Background: an optimization exercise with open tools, aiming at small area and a short achievable clock period. Do not read the settings as production practice.
The RTL was checked by simulation tests, not by an equivalence proof against the original design.
No activity file was given, so power comes from the tool's default toggle rates.

## welt_rx_flight
module welt_rx_flight (
    input  wire         clk,
    input  wire         rst,           
    input  wire         cfg_enc,       
    input  wire         in_valid,
    input  wire [255:0] in_data,       
    output reg          s_valid,
    output reg  [2:0]   s_kind,
    output reg          s_fwd,
    output reg          s_hfail,
    output reg          f_valid,
    output reg  [1:0]   f_result,
    output reg          f_crc_ok,
    output reg          f_hdr_ok,
    output reg  [15:0]  f_fseq,
    output reg          f_fill_next,
    output wire [15:0]  f_ack_seq,
    output wire         f_nak,
    output wire [1:0]   f_nak_rpl
);
    localparam [2:0] K_HEADER = 3'd0;
    localparam [2:0] K_DATA   = 3'd1;
    localparam [2:0] K_LINK   = 3'd2;
    localparam [2:0] K_FILL   = 3'd3;
    localparam [2:0] K_TAG    = 3'd4;
    localparam [2:0] K_SEAL   = 3'd5;
    localparam [1:0] R_ACCEPT  = 2'd0;
    localparam [1:0] R_EMPTY   = 2'd1;
    localparam [1:0] R_DISCARD = 2'd2;
    localparam [1:0] R_FAIL    = 2'd3;
    localparam [8:0] MAX_LEN = 9'd320;
    reg         v1;
    reg [255:0] d1;
    always @(posedge clk) begin
        v1 <= in_valid && !rst;
        d1 <= in_data;
    end
    reg [8:0]  rem;         
    reg        rem_nz;      
    reg [8:0]  rem_saved;   
    reg        saved_nz;    
    reg        hfail_seen;
    reg [15:0] ack_seq;
    reg [15:0] ack_seq_p1;  
    reg        nak;
    reg [1:0]  nak_rpl;
    reg [1:0]  last_rpl;    
    reg [4:0]  pos;         
    reg        fill_cur;    
    reg        restart;     
    reg [31:0] s;           
    wire [31:0] se = restart ? 32'h9a317c73 : s;    
    wire [31:0] s_next;     
    wire [15:0] hs;         
  ...
For scale: ~3000 cells after synthesis, ~430 flip-flops, about 310 I/O pins, ~32000 um^2 of cells after synthesis.
export LEC_CHECK = 0
export CAP_MARGIN = 20
export CORE_MARGIN = 2
export CORE_UTILIZATION = 50
export SLEW_MARGIN = 20
create_clock -name core_clock -period 10.0 [get_ports {clk}]
standard.sh (not shown) runs the stock make flow with config.mk's settings and CLKGATE_MAP_FILE= SYNTH_SCRIPT=/design/flow/synth_recipe.tcl, a recipe that flattens the netlist after the stock synthesis.
==> flow/flow/run.sh <==
#!/bin/bash
# Layout flow: the standard ORFS flow (standard.sh, unchanged synthesis),
# with ORFS settings passed through the environment:
#  - the port buffers that ORFS inserts on every input and output are
#    sky130_fd_sc_hd__buf_1 instead of ORFS's default pick (clkdlybuf4s50_1);
#  - ORFS's timing repair works to a setup slack margin of SETUP_SLACK_MARGIN ns;
set -euo pipefail
export BUFFER_PORTS_ARGS="-buffer_cell sky130_fd_sc_hd__buf_1"
export SETUP_SLACK_MARGIN=6.5
export POST_RESIZE_TCL="$(pwd)/flow/post_resize.tcl"
bash standard.sh > standard.log 2>&1
==> flow/flow/post_resize.tcl <==
# ORFS hook after the placement-stage repair_design (3_4_place_resized), before
# detailed placement legalizes: repair setup timing towards the margin too.
log_cmd repair_timing -setup -setup_margin 6.5 -repair_tns 100 -verbose
Then changed:
==> flow/run.sh (new file) <==
#!/bin/bash
# synth_recipe.tcl (not shown) runs the flow's synth.tcl, then flattens the netlist and writes it again
# the make line also repeats each setting of config.mk as NAME=value (left out here)
make -C /OpenROAD-flow-scripts/flow DESIGN_CONFIG=/design/flow/config.mk WORK_HOME=/design/flow/orfs CLKGATE_MAP_FILE= SYNTH_SCRIPT=/design/flow/synth_recipe.tcl finish
--- a/flow/config.mk
+++ b/flow/config.mk
@@ -7,5 +7,5 @@
 export LEC_CHECK = 0
-export CAP_MARGIN = 20
+export CAP_MARGIN = 40
 export CORE_MARGIN = 2
-export CORE_UTILIZATION = 50
-export SLEW_MARGIN = 20
+export CORE_UTILIZATION = 25
+export SLEW_MARGIN = 40
removed: flow/flow/run.sh
removed: flow/flow/post_resize.tcl
removed: flow/standard.sh
Non-clock buffer count grows by 78.
Cell count increases by 22%.
Global-route usage fell by 19 points.
Worst hold slack got worse by 0.036 ns.
Wire length came out higher by 28%.
Core utilization came out lower by 26 points.
Design area went up by 11%.
Die area rises by 98%.
Power increases by 7.6%.
Then changed:
==> flow/flow/run.sh (new file) <==
#!/bin/bash
# Layout flow: the standard ORFS flow (standard.sh, unchanged synthesis).
# The only change: the port buffers that ORFS inserts on every input and
# output are sky130_fd_sc_hd__buf_1 instead of ORFS's default pick
# (clkdlybuf4s50_1, a slow delay cell).  Clock, period and I/O constraints
# are the standard flow's own.
set -euo pipefail
export BUFFER_PORTS_ARGS="-buffer_cell sky130_fd_sc_hd__buf_1"
bash standard.sh > standard.log 2>&1
==> flow/standard.sh (new file) <==
#!/bin/bash
# synth_recipe.tcl (not shown) runs the flow's synth.tcl, then flattens the netlist and writes it again
# the make line also repeats each setting of config.mk as NAME=value (left out here)
make -C /OpenROAD-flow-scripts/flow DESIGN_CONFIG=/design/flow/config.mk WORK_HOME=/design/flow/orfs CLKGATE_MAP_FILE= SYNTH_SCRIPT=/design/flow/synth_recipe.tcl "${@:-finish}"
--- a/flow/config.mk
+++ b/flow/config.mk
@@ -7,5 +7,5 @@
 export LEC_CHECK = 0
-export CAP_MARGIN = 40
+export CAP_MARGIN = 0
 export CORE_MARGIN = 2
-export CORE_UTILIZATION = 25
-export SLEW_MARGIN = 40
+export CORE_UTILIZATION = 50
+export SLEW_MARGIN = 0
removed: flow/run.sh
Outcome: This time the run finished with max-capacitance violations, max-slew violations left; hold slack improves by 0.015 ns; global-route usage climbs by 21 points; combinational power decreases by about 5%; die area goes down by about 50%; design area falls by about 11%; via count climbs by 8.6%.
Then changed:
==> flow/flow/run.sh (replaced) <==
#!/bin/bash
# Layout flow: the standard ORFS flow (standard.sh, unchanged synthesis),
# with two placement/repair settings passed to ORFS through the environment:
#  - the port buffers that ORFS inserts on every input and output are
#    sky130_fd_sc_hd__buf_1 instead of the default pick (clkdlybuf4s50_1);
#  - timing repair works to a setup slack margin (SETUP_SLACK_MARGIN ns).
# The clock, its period and the I/O constraints are the standard flow's own.
set -euo pipefail
export BUFFER_PORTS_ARGS="-buffer_cell sky130_fd_sc_hd__buf_1"
export SETUP_SLACK_MARGIN=6.5
bash standard.sh > standard.log 2>&1
--- a/flow/config.mk
+++ b/flow/config.mk
@@ -7,5 +7,5 @@
 export LEC_CHECK = 0
-export CAP_MARGIN = 0
+export CAP_MARGIN = 40
 export CORE_MARGIN = 2
-export CORE_UTILIZATION = 50
-export SLEW_MARGIN = 0
+export CORE_UTILIZATION = 25
+export SLEW_MARGIN = 40
The new run finished clean.
Cell area went up by 8.7%.
Cell count went up by 21%.
Clock skew barely changes.


Setup of alpha:
welt_rx_flight, a different RTL version from the one above (not shown whole).
Size: roughly 3000 cells after synthesis, about 0.031 mm² of cells after synthesis.
Settings: LEC_CHECK=0, CAP_MARGIN=20, CORE_MARGIN=2, CORE_UTILIZATION=50, PLACE_DENSITY=0.72, SLEW_MARGIN=20; clock period 10.0 ns.
==> flow/flow/run.sh <==
#!/bin/bash
# Layout flow: the standard ORFS flow (standard.sh, unchanged synthesis),
# with two ORFS settings passed through the environment:
#  - the port buffers that ORFS inserts on every input and output are
#    sky130_fd_sc_hd__buf_1 instead of ORFS's default pick (clkdlybuf4s50_1);
set -euo pipefail
export BUFFER_PORTS_ARGS="-buffer_cell sky130_fd_sc_hd__buf_1"
export SETUP_SLACK_MARGIN=6.5
bash standard.sh > standard.log 2>&1
The following lists how beta was set up differently from alpha:
- clearing PLACE_DENSITY, which used to be 0.72
==> flow/flow/run.sh <==
#!/bin/bash
# Layout flow: the standard ORFS flow (standard.sh).  Synthesis is
# standard.sh's, unchanged.  The layout steps after it run the same make
# command with these ORFS settings:
#  - the port buffers that ORFS inserts on every input and output are
#    sky130_fd_sc_hd__buf_1 instead of ORFS's default pick (clkdlybuf4s50_1);
#  - ORFS's timing repair works to a setup slack margin of SETUP_SLACK_MARGIN ns;
set -euo pipefail
export BUFFER_PORTS_ARGS="-buffer_cell sky130_fd_sc_hd__buf_1"
export SETUP_SLACK_MARGIN=6.5
bash standard.sh synth > synth.log 2>&1
sed 's/CLKGATE_MAP_FILE= /CLKGATE_MAP_FILE= MATCH_CELL_FOOTPRINT=0 /' standard.sh > layout.sh
grep -q 'MATCH_CELL_FOOTPRINT=0' layout.sh
bash layout.sh > layout.log 2>&1
==> comparison <==
In the reports for alpha and beta, the larger non-clock buffer instance count of the final layout belongs to beta. Looking at setup skew after layout, beta sits 0.0038 ns higher than alpha does. The sum of net half-perimeters after detailed placement in beta sits 1700 µm below the value recorded for alpha. Status: switching fraction of total power parity (beta, alpha).
Inputs modified between beta and gamma:
==> flow/flow/run.sh <==
#!/bin/bash
# Layout flow: the standard ORFS flow (standard.sh, unchanged synthesis),
# with two ORFS settings passed through the environment:
#  - the port buffers that ORFS inserts on every input and output are
#    sky130_fd_sc_hd__buf_1 instead of ORFS's default pick (clkdlybuf4s50_1);
set -euo pipefail
export BUFFER_PORTS_ARGS="-buffer_cell sky130_fd_sc_hd__buf_1"
export SETUP_SLACK_MARGIN=6.5
bash standard.sh > standard.log 2>&1
[summary]
Comparing beta with gamma, the total wirelength of the detailed-routed design came out essentially unchanged. Looking at beta and gamma, the cell count is a wash. beta and gamma ended up with nearly the same overall power of the completed layout. beta → gamma: minimum clock period dropped 0.10 ns; area growth from synthesis to layout barely changed. From beta to gamma the numbers moved as follows: worst setup slack shows an increase of 0.10 ns; layout filler cell count shows an increase of 0.52%; synthesized cell count saw little to no change; count of buffers added by post-CTS timing repair for setup higher; via count did not really move. gamma vs beta, maximum fanout count along the critical path went down by 1.
What delta does differently from gamma at the input level:
==> flow/flow/run.sh <==
#!/bin/bash
# Layout flow: the standard ORFS flow (standard.sh, unchanged synthesis),
# with ORFS settings passed through the environment:
#  - the port buffers that ORFS inserts on every input and output are
#    sky130_fd_sc_hd__buf_1 instead of ORFS's default pick (clkdlybuf4s50_1);
#  - ORFS's timing repair works to a setup slack margin of SETUP_SLACK_MARGIN ns;
set -euo pipefail
export BUFFER_PORTS_ARGS="-buffer_cell sky130_fd_sc_hd__buf_1"
export SETUP_SLACK_MARGIN=6.5
export POST_RESIZE_TCL="$(pwd)/flow/post_resize.tcl"
bash standard.sh > standard.log 2>&1
==> flow/flow/post_resize.tcl (new file) <==
# ORFS hook at the end of the placement-stage repair_design
# (3_4_place_resized), before detailed placement legalizes the cells:
# the slot register d1 drives the wide XOR networks over long wires, so its
# flip-flops get the next drive strength (same cell type, dfxtp_1 -> dfxtp_2).
set n 0
foreach inst [get_cells {d1[*]*}] {
  if {[get_property [get_lib_cells -of_objects $inst] name] == "sky130_fd_sc_hd__dfxtp_1"} {
    replace_cell $inst sky130_fd_sc_hd__dfxtp_2
    incr n
  }
}
puts "post_resize.tcl: resized $n d1 flip-flops to dfxtp_2"
Findings:
delta ended with every stage complete and zero timing, DRC or antenna violations.
delta and gamma ended up with nearly the same overall routed net length.
[compare] base=gamma new=delta: via count barely changed, non-clock buffer count now sits lower, finished layout cell area essentially unchanged.
First-pass GRT wire length: delta vs gamma — no meaningful difference
For the delay of the slowest critical-path stage, delta came in 0.14 ns higher than gamma did.
Worst slack on hold paths, delta and gamma: lower on gamma
From gamma to delta the numbers moved as follows: transition time of the tightest slew-check pin rose 0.048 ns; register share of the cell area moved up.
Flip-flop and latch count: gamma vs delta — no meaningful difference


try-ember:
welt_rx_flight with an RTL version that a note above also has.
Size: ~3000 cells after synthesis, about 310 I/O pins.
clock: 10.0 ns
lec_check: 0
cap_margin: 20
core_margin: 2
core_utilization: 65
slew_margin: 20
==> flow/flow/run.sh <==
#!/bin/bash
# Layout flow: the standard ORFS flow (standard.sh, unchanged synthesis),
# with two placement/repair settings passed to ORFS through the environment:
#  - the port buffers that ORFS inserts on every input and output are
#    sky130_fd_sc_hd__buf_1 instead of the default pick (clkdlybuf4s50_1);
#  - timing repair works to a setup slack margin (SETUP_SLACK_MARGIN ns).
# The clock, its period and the I/O constraints are the standard flow's own.
set -euo pipefail
export BUFFER_PORTS_ARGS="-buffer_cell sky130_fd_sc_hd__buf_1"
export SETUP_SLACK_MARGIN=6.5
bash standard.sh > standard.log 2>&1
try-ember did not finish: a tool error stopped it during 5_1_grt.
Inputs modified between try-ember and try-juniper:
Settings: SLEW_MARGIN changed from 20 to 70; CORE_UTILIZATION changed from 65 to 50; CAP_MARGIN changed from 20 to 40.
==> flow/flow/run.sh <==
#!/bin/bash
# Layout flow: the standard ORFS flow (standard.sh, unchanged synthesis).
# The only change: the port buffers that ORFS inserts on every input and
# output are sky130_fd_sc_hd__buf_1 instead of ORFS's default pick
# (clkdlybuf4s50_1, a slow delay cell).  Clock, period and I/O constraints
# are the standard flow's own.
set -euo pipefail
export BUFFER_PORTS_ARGS="-buffer_cell sky130_fd_sc_hd__buf_1"
bash standard.sh > standard.log 2>&1
--- outcome ---
Setup fix buffers added after clock tree synthesis came out exactly the same in try-ember and try-juniper.
What try-ember reported for placer congestion estimate has to be multiplied by 0.915 to get the figure for try-juniper.
In summary, try-juniper completed successfully, with a layout that passed the timing, DRC and antenna checks.
What ended try-ember was a tool error in 5_1_grt; the run never finished.
try-juniper vs try-ember: instance area at placement up

separate check: timing with driven ports:
The results above use ideal ports. As a check the final layouts listed here were re-extracted and re-timed, cells and wires unchanged.
Step 1, drivers: a clkbuf_16 drives clk and a buf_2 each remaining input, both assumed.
Step 2 adds t to the input delays and takes it off the output delays; t is the mean of the earliest and latest rising clock arrival at the registers after step 1. Input paths then give back, and output paths get back, about the clock's delay inside the block.
Three values: ideal, step 1, step 2; two values: the first two.
run | shift t [ns] | setup WS [ns] | worst hold slack (ns) | worst register clock-pin slew, ns | pins driven straight from the clock port
the first run of note 1 | 0.678 | 6.162 / 6.162 / 6.162 | 0.362 / 0.362 / 0.362 | 0.08 / 0.08 | 1
the second run of note 1 | 0.746 | 5.541 / 5.541 / 5.541 | 0.326 / 0.326 / 0.326 | 0.07 / 0.07 | 1
the third run of note 1 | 0.691 | 5.219 / 5.219 / 5.219 | 0.342 / 0.342 / 0.342 | 0.08 / 0.08 | 1
the fourth run of note 1 | 0.737 | 6.281 / 6.281 / 6.281 | 0.330 / 0.330 / 0.330 | 0.08 / 0.08 | 1
alpha | 0.665 | 6.113 / 6.113 / 6.113 | 0.439 / 0.439 / 0.439 | 0.07 / 0.07 | 1
beta | 0.691 | 6.142 / 6.142 / 6.142 | 0.435 / 0.435 / 0.435 | 0.08 / 0.08 | 1
gamma | 0.684 | 6.241 / 6.241 / 6.241 | 0.435 / 0.435 / 0.435 | 0.07 / 0.07 | 1
delta | 0.708 | 5.768 / 5.768 / 5.768 | 0.439 / 0.439 / 0.439 | 0.07 / 0.07 | 1
try-juniper | 0.706 | 6.200 / 6.200 / 6.200 | 0.359 / 0.359 / 0.359 | 0.08 / 0.08 | 1
